What follows belongs to an exercise in optimizing a design on an open flow for small area, a short achievable clock period and few clock cycles; a production flow would make more cautious choices.
The RTL was checked by simulation tests, not by an equivalence proof against the original design.
No activity file was given, so power comes from the tool's default toggle rates.

**flow/run.sh**
```bash
#!/bin/bash
# synth_recipe.tcl (not shown) runs the flow's synth.tcl, then flattens the netlist and writes it again
# the make line also repeats each setting of config.mk as NAME=value (left out here)
make -C /OpenROAD-flow-scripts/flow DESIGN_CONFIG=/design/flow/config.mk WORK_HOME=/design/flow/orfs CLKGATE_MAP_FILE= SYNTH_SCRIPT=/design/flow/synth_recipe.tcl finish
```
**flow/config.mk**
```make
export PLATFORM = sky130hd
export DESIGN_NAME = audit_hash
export DESIGN_NICKNAME = audit_hash
export VERILOG_FILES = /design/flow/design.v
export SDC_FILE = /design/flow/constraint.sdc
export NUM_CORES = 4
export LEC_CHECK = 0
export CAP_MARGIN = 20
export CORE_MARGIN = 2
export CORE_UTILIZATION = 40
export PLACE_DENSITY = 0.6
export SLEW_MARGIN = 20
```
**flow/constraint.sdc**
```tcl
create_clock -name core_clock -period 10.0 [get_ports {clk}]
set_input_delay 2.0000 -clock core_clock [delete_from_list [all_inputs] [get_ports {clk}]]
set_output_delay 2.0000 -clock core_clock [all_outputs]
set_load 0.01 [all_outputs]
```
**flow/design.v**
```verilog
module audit_hash (
    input  wire         clk,
    input  wire         rst,
    input  wire         in_valid,
    output wire         in_ready,
    input  wire [63:0]  in_data,
    output reg          out_valid,
    output wire [255:0] out_hash
);
    localparam [2:0] S_LOAD = 3'd0,
                     S_RUN1 = 3'd1,
                     S_FIN1 = 3'd2,
                     S_RUN2 = 3'd3,
                     S_FIN2 = 3'd4;
    localparam [255:0] IV = {32'h6a09e667, 32'hbb67ae85, 32'h3c6ef372, 32'ha54ff53a,
                             32'h510e527f, 32'h9b05688c, 32'h1f83d9ab, 32'h5be0cd19};
    reg [5:0]   round;
    reg [31:0] k_t;
    always @(*) begin
        case (round)
            6'd0: k_t = 32'h428a2f98; 6'd1: k_t = 32'h71374491; 6'd2: k_t = 32'hb5c0fbcf; 6'd3: k_t = 32'he9b5dba5;
            6'd4: k_t = 32'h3956c25b; 6'd5: k_t = 32'h59f111f1; 6'd6: k_t = 32'h923f82a4; 6'd7: k_t = 32'hab1c5ed5;
            6'd8: k_t = 32'hd807aa98; 6'd9: k_t = 32'h12835b01; 6'd10: k_t = 32'h243185be; 6'd11: k_t = 32'h550c7dc3;
            6'd12: k_t = 32'h72be5d74; 6'd13: k_t = 32'h80deb1fe; 6'd14: k_t = 32'h9bdc06a7; 6'd15: k_t = 32'hc19bf174;
            6'd16: k_t = 32'he49b69c1; 6'd17: k_t = 32'hefbe4786; 6'd18: k_t = 32'h0fc19dc6; 6'd19: k_t = 32'h240ca1cc;
            6'd20: k_t = 32'h2de92c6f; 6'd21: k_t = 32'h4a7484aa; 6'd22: k_t = 32'h5cb0a9dc; 6'd23: k_t = 32'h76f988da;
            6'd24: k_t = 32'h983e5152; 6'd25: k_t = 32'ha831c66d; 6'd26: k_t = 32'hb00327c8; 6'd27: k_t = 32'hbf597fc7;
            6'd28: k_t = 32'hc6e00bf3; 6'd29: k_t = 32'hd5a79147; 6'd30: k_t = 32'h06ca6351; 6'd31: k_t = 32'h14292967;
            6'd32: k_t = 32'h27b70a85; 6'd33: k_t = 32'h2e1b2138; 6'd34: k_t = 32'h4d2c6dfc; 6'd35: k_t = 32'h53380d13;
            6'd36: k_t = 32'h650a7354; 6'd37: k_t = 32'h766a0abb; 6'd38: k_t = 32'h81c2c92e; 6'd39: k_t = 32'h92722c85;
            6'd40: k_t = 32'ha2bfe8a1; 6'd41: k_t = 32'ha81a664b; 6'd42: k_t = 32'hc24b8b70; 6'd43: k_t = 32'hc76c51a3;
            6'd44: k_t = 32'hd192e819; 6'd45: k_t = 32'hd6990624; 6'd46: k_t = 32'hf40e3585; 6'd47: k_t = 32'h106aa070;
            6'd48: k_t = 32'h19a4c116; 6'd49: k_t = 32'h1e376c08; 6'd50: k_t = 32'h2748774c; 6'd51: k_t = 32'h34b0bcb5;
            6'd52: k_t = 32'h391c0cb3; 6'd53: k_t = 32'h4ed8aa4a; 6'd54: k_t = 32'h5b9cca4f; 6'd55: k_t = 32'h682e6ff3;
            6'd56: k_t = 32'h748f82ee; 6'd57: k_t = 32'h78a5636f; 6'd58: k_t = 32'h84c87814; 6'd59: k_t = 32'h8cc70208;
            6'd60: k_t = 32'h90befffa; 6'd61: k_t = 32'ha4506ceb; 6'd62: k_t = 32'hbef9a3f7; 6'd63: k_t = 32'hc67178f2;
            default: k_t = 32'h0;
        endcase
    end
    reg [2:0]   st;
    reg [2:0]   widx;
    reg [63:0]  ebuf [0:7];
    reg [255:0] head;
    reg [255:0] hs;              
    reg [31:0]  a, b, c, d, e, f, g, h;
    reg [31:0]  w [0:15];        
    assign in_ready = (st == S_LOAD);
    assign out_hash = head;
    wire [31:0] s1  = {e[5:0], e[31:6]} ^ {e[10:0], e[31:11]} ^ {e[24:0], e[31:25]};
    wire [31:0] ch  = (e & f) ^ (~e & g);
    wire [31:0] t1  = h + s1 + ch + k_t + w[0];
    wire [31:0] s0  = {a[1:0], a[31:2]} ^ {a[12:0], a[31:13]} ^ {a[21:0], a[31:22]};
    wire [31:0] maj = (a & b) ^ (a & c) ^ (b & c);
    wire [31:0] t2  = s0 + maj;
    wire [31:0] ls0 = {w[1][6:0], w[1][31:7]} ^ {w[1][17:0], w[1][31:18]} ^ (w[1] >> 3);
    wire [31:0] ls1 = {w[14][16:0], w[14][31:17]} ^ {w[14][18:0], w[14][31:19]} ^ (w[14] >> 10);
    wire [31:0] w_new = ls1 + w[9] + ls0 + w[0];
    wire [255:0] hsum = {hs[255:224] + a, hs[223:192] + b, hs[191:160] + c, hs[159:128] + d,
                         hs[127:96]  + e, hs[95:64]   + f, hs[63:32]   + g, hs[31:0]    + h};
    integer i;
    always @(posedge clk) begin
        if (rst) begin
            st        <= S_LOAD;
            widx      <= 3'd0;
            head      <= 256'd0;
            out_valid <= 1'b0;
        end else begin
            out_valid <= 1'b0;
            case (st)
                S_LOAD: begin
                    if (in_valid) begin
                        ebuf[widx] <= in_data;
                        widx <= widx + 3'd1;
                        if (widx == 3'd7) begin
                            for (i = 0; i < 8; i = i + 1)
                                w[i] <= head[255 - 32*i -: 32];
                            for (i = 0; i < 4; i = i + 1) begin
                                w[8 + 2*i]     <= ebuf[i][63:32];
                                w[8 + 2*i + 1] <= ebuf[i][31:0];
                            end
                            {a, b, c, d, e, f, g, h} <= IV;
                            hs    <= IV;
                            round <= 6'd0;
                            st    <= S_RUN1;
                        end
                    end
                end
                S_RUN1, S_RUN2: begin
                    h <= g;
                    g <= f;
                    f <= e;
                    e <= d + t1;
                    d <= c;
                    c <= b;
                    b <= a;
                    a <= t1 + t2;
                    for (i = 0; i < 15; i = i + 1)
                        w[i] <= w[i + 1];
                    w[15] <= w_new;
                    round <= round + 6'd1;
                    if (round == 6'd63)
                        st <= (st == S_RUN1) ? S_FIN1 : S_FIN2;
                end
                S_FIN1: begin
                    hs <= hsum;
                    {a, b, c, d, e, f, g, h} <= hsum;
                    for (i = 0; i < 4; i = i + 1) begin
                        w[2*i]     <= ebuf[4 + i][63:32];
                        w[2*i + 1] <= ebuf[4 + i][31:0];
                    end
                    w[8]  <= 32'h8000_0000;
                    for (i = 9; i < 15; i = i + 1)
                        w[i] <= 32'd0;
                    w[15] <= 32'd768;
                    round <= 6'd0;
                    st    <= S_RUN2;
                end
                S_FIN2: begin
                    head      <= hsum;
                    out_valid <= 1'b1;
                    st        <= S_LOAD;
                end
                default: st <= S_LOAD;
            endcase
        end
    end
endmodule
```
==> flow_summary.toml <==
[run_status]
status = "finished clean"

[yosys]
ys.flop_type = "edfxtp_1"
yosysUniqueCellTypes = 99
ys_seq_area_share_pct = 54.2
synth.largest_area_cell = "edfxtp_1"
yosysWarnings = 2
synthArstFlopShare_pct = 0
syn_avg_cell_area_um2 = 10.9
synth_edf_count = 1542
synth.net_count = 9484
ys_ff_latch = 1837
synth_top_area_share_pct = 48.1
synthCells = 8831
netlist_area_um2 = 96300
synth.area.top_cells = "edfxtp_1 (48%), dfxtp_1 (6.1%), ha_1 (5.1%)"

[power_and_ir_drop]
p_leak_nw = 38.9
finalPower_mw = 16.1
p_per_area_nw_per_um2 = 147
vdd_drop_max_v = 0.000166

[floorplanning]
start_util_pct = 40.1
ios = 325
dieHeight_um = 495
die_x_um = 495
dieArea_um2 = 245000
rows = 180
core_area_um2 = 240000

[worst_setup_path]
crit_type = "flop to flop"
crit_fanout = 6
crit_path_end_kind = "flop"
start_kind = "flop"
crit_arrival_ns = 9.03
r2r_start = "e[27]$_DFFE_PP_"
r2r_end = "a[30]$_DFFE_PP_"
ff2ff_setup_slack_ns = 1.52
startpoint = "e[27]$_DFFE_PP_"
crit_path_max_incr_delay_ns = 0.56
rr_worst_depth = 31
slowest_stage = "edfxtp_1"
cpMostUsedCell = "inv_1"
critPathRequiredTime_ns = 10.54

[min_path]
min_to = "head[164]$_SDFFE_PP0P_"
hold_class = "flop to flop"
hold_depth = 2
hp-start = "head[164]$_SDFFE_PP0P_"

[detailed_routing]
wl_per_cell_um = 32.7
drc = 0
dr.first_iter.drc_count = 9470
wl_mm = 403
vias = 74000
viasPerCell = 6.00
antenna_left = 0
drtPass1Iterations = 6

[cells_and_area]
areaGrowthSynthToFinish_pct = 13.5
drive_above_1_share_pct = 5.87
num-fill-cells = 22300
final_nets = 9614
multiInputGateArea_um2 = 40900
seqCellArea_um2 = 52200
final_cell_area_um2 = 109000
final_util_pct = 45.6

[cts]
cts_setup_buffers = 0
cts-root-buf = "clkbuf_16"
clkSinkCount = 1837
cts_tree = "done"
path_clk_slew_ns = 0.06
cts_inserted_buffers = 196
insertion_delay_ns = 0.88
htree_levels = 4
holdBufCountCts = 0
cts_resized = 0
clock_path_buffers = 3

[sta]
min_period_ns = 8.48
rsz0062_at_grt = "no"
setup_tns_ns = 0
finalHoldViolations = 0
fmax_mhz = 118
fin_crit_sh_pct = 84.8
setup-violations-final = 0
worst_pin_slew_ns = 1.25
finClkSkew_ns = 0.0399
max-slew-margin-rel_pct = 16.7
slew_violations = 0

[grt]
track_usage_pct = 32.3
antenna_found_initial = 30
grt_pass1_wl_mm = 555
grt_pass1_vias = 70200
overflow = 0
grt_max_degree = 157

[placed_design]
place_congestion = 0.975
dpl.hpwl_mm = 296
portBuffers = 324
post_dp_cell_area_um2 = 103000

[job]
drv_cap = 0
worst max-delay path by stage:
| stage | to | slack, ns | cells after the start |
|---|---|---|---|
| after CTS | a[30]$_DFFE_PP_ | 1.65 | 31 |
| after detailed placement | a[30]$_DFFE_PP_ | 1.76 | 31 |
| after global placement | a[30]$_DFFE_PP_ | 1.85 | 31 |
| final | a[30]$_DFFE_PP_ | 1.52 | 31 |
| after global routing | a[30]$_DFFE_PP_ | 1.15 | 31 |
| after floorplan | hs[0]$_SDFFCE_PN1P_ | -1.04 | 4 |
sequential cells by signal, summed over array words and instances, names as in the netlist:
name,cells
a,32
b,32
c,32
d,32
e,32
ebuf,512
f,32
g,32
h,32
head,256
hs,256
k_t,32
out_valid,1
round,6
st,3
w,512
widx,3
per-stage QoR:
step                      setup slack (ns)  hold WS (ns)  instances
after global routing                  1.15         0.506      12300
final                                 1.52         0.478      12300
after CTS                             1.65         0.479      12300
after detailed placement              1.76         0.470      11900
after global placement                1.85         0.466      11900
after floorplan                      -1.04         0.484       8831
where the power goes:
group	switching [mW]	leakage (nW)	internal (mW)	total [mW]
Clock	3.22	3.18	4.32	7.53
Combinational	0.241	20.0	0.0775	0.318
Sequential	0.0103	15.8	8.26	8.27
logic make-up (layout without fill, tap and decap cells):
group | after synthesis | count (layout) | synth area share (%)
adders and majority gates | 588 | 588 | 9.16
other | 0 | 17 | 0
muxes | 51 | 51 | 0.581
xor gates and xnor gates | 595 | 595 | 5.43
buffers and inverters | 894 | 1187 | 3.51
AOI/OAI and AO/OA | 2347 | 2347 | 15.6
and+or+nand+nor | 2519 | 2519 | 11.5
DFF | 1837 | 1837 | 54.2
area by class of cell:
cell class                      instances  area share, %
Tap cell                             3185           3.65
Antenna cell                           17         0.0389
Multi-Input combinational cell       6100           37.4
Clock inverter                        111           1.12
Timing Repair Buffer                  430           3.80
Clock buffer                          250           4.84
Inverter                              396           1.36
Sequential cell                      1837           47.8
routing by layer:
metal  routed length (µm)  global-route usage, %  share of wire, %  vias to the layer above
li1                     -                      -                 -                    32200
met1               159000                   42.0                39                    37200
met2               184000                   50.3                46                     3829
met3                34000                   5.84               8.4                      737
met4                27200                   19.0               6.7                        8
met5                   49                      0             0.012                        -
Yosys cell counts, drive strengths merged, types with 14 or more instances:
cell type	n
edfxtp	1542
nand2	1233
o21ai	614
a21oi	536
nor2	460
clkbuf	436
inv	395
ha	391
nand3	366
xnor2	359
a21o	303
dfxtp	295
a22oi	264
xor2	235
fa	195
o21a	156
nand2b	100
a211oi	94
nor3	79
and2	78
buf	62
a31oi	56
o21bai	51
and3	45
o22ai	41
o211ai	35
mux2	33
nor2b	31
nand4	30
a211o	20
a31o	18
mux2i	18
o31ai	18
or2	18
a311oi	17
nor4	15
or3	15
a2111oi	14
layout by cell type, fill, tap and decap left out, types with 16 or more instances in the layout:
cell type and instances:
a31o_2 18, or2_2 18, dfxtp_1 293, nand3_1 366
nand2_1 1232, o31ai_1 16, a21o_1 301, diode_2 17
nand4_1 30, xnor2_1 357, buf_4 95, o211ai_1 34
a31oi_1 55, a211o_1 20, and2_1 77, bufinv_16 22
nand2b_1 98, o21bai_1 51, clkinv_2 36, nor2_1 455
a22oi_1 262, inv_1 392, and3_1 44, mux2_2 33
clkdlybuf4s50_1 320, o21ai_0 602, clkinv_1 27, fa_1 195
nor2b_1 30, o21a_1 156, o22ai_1 41, a21oi_1 535
xor2_1 235, nor3_1 78, edfxtp_1 1542, ha_1 391
a211oi_1 90, clkbuf_1 39, clkbuf_16 199
critical path, delay by kind of cell, from the launching register on:
kind                       cells  cell delay, ns
AOI/OAI and AO/OA             12            2.69
adders and majority gates      6            2.68
xor gates and xnor gates       4            0.81
DFF                            1            0.56
buffers and inverters          5            0.32
and+or+nand+nor                4            1.09
Testbench counts, summed over its fixed seeds: cycles 105,992.

==> separate check: timing with driven ports <==
Ports are ideal in the flow. The routed layout listed here was re-timed in OpenROAD. Step 1, drivers: a clkbuf_16 drives clk and a buf_2 each remaining input, both assumed. Step 2, shift: input delay + t, output delay - t, t = (earliest + latest rising clock arrival at the registers) / 2. This alone moves slack from input paths to output paths. Three values: no drivers, after step 1, after step 2; two values: the first two.
t, ns: 0.952
setup slack, ns: 1.518 / 1.518 / 1.518
worst setup path at the end: register to register
worst register clock-pin slew, ns: 0.07 / 0.07
worst slew at a driven data input, ns: 0.04
After both steps setup and hold are still met in this run. For this run, drivers alone change the setup slack by 0.000 ns; drivers and shift together by 0.000 ns.
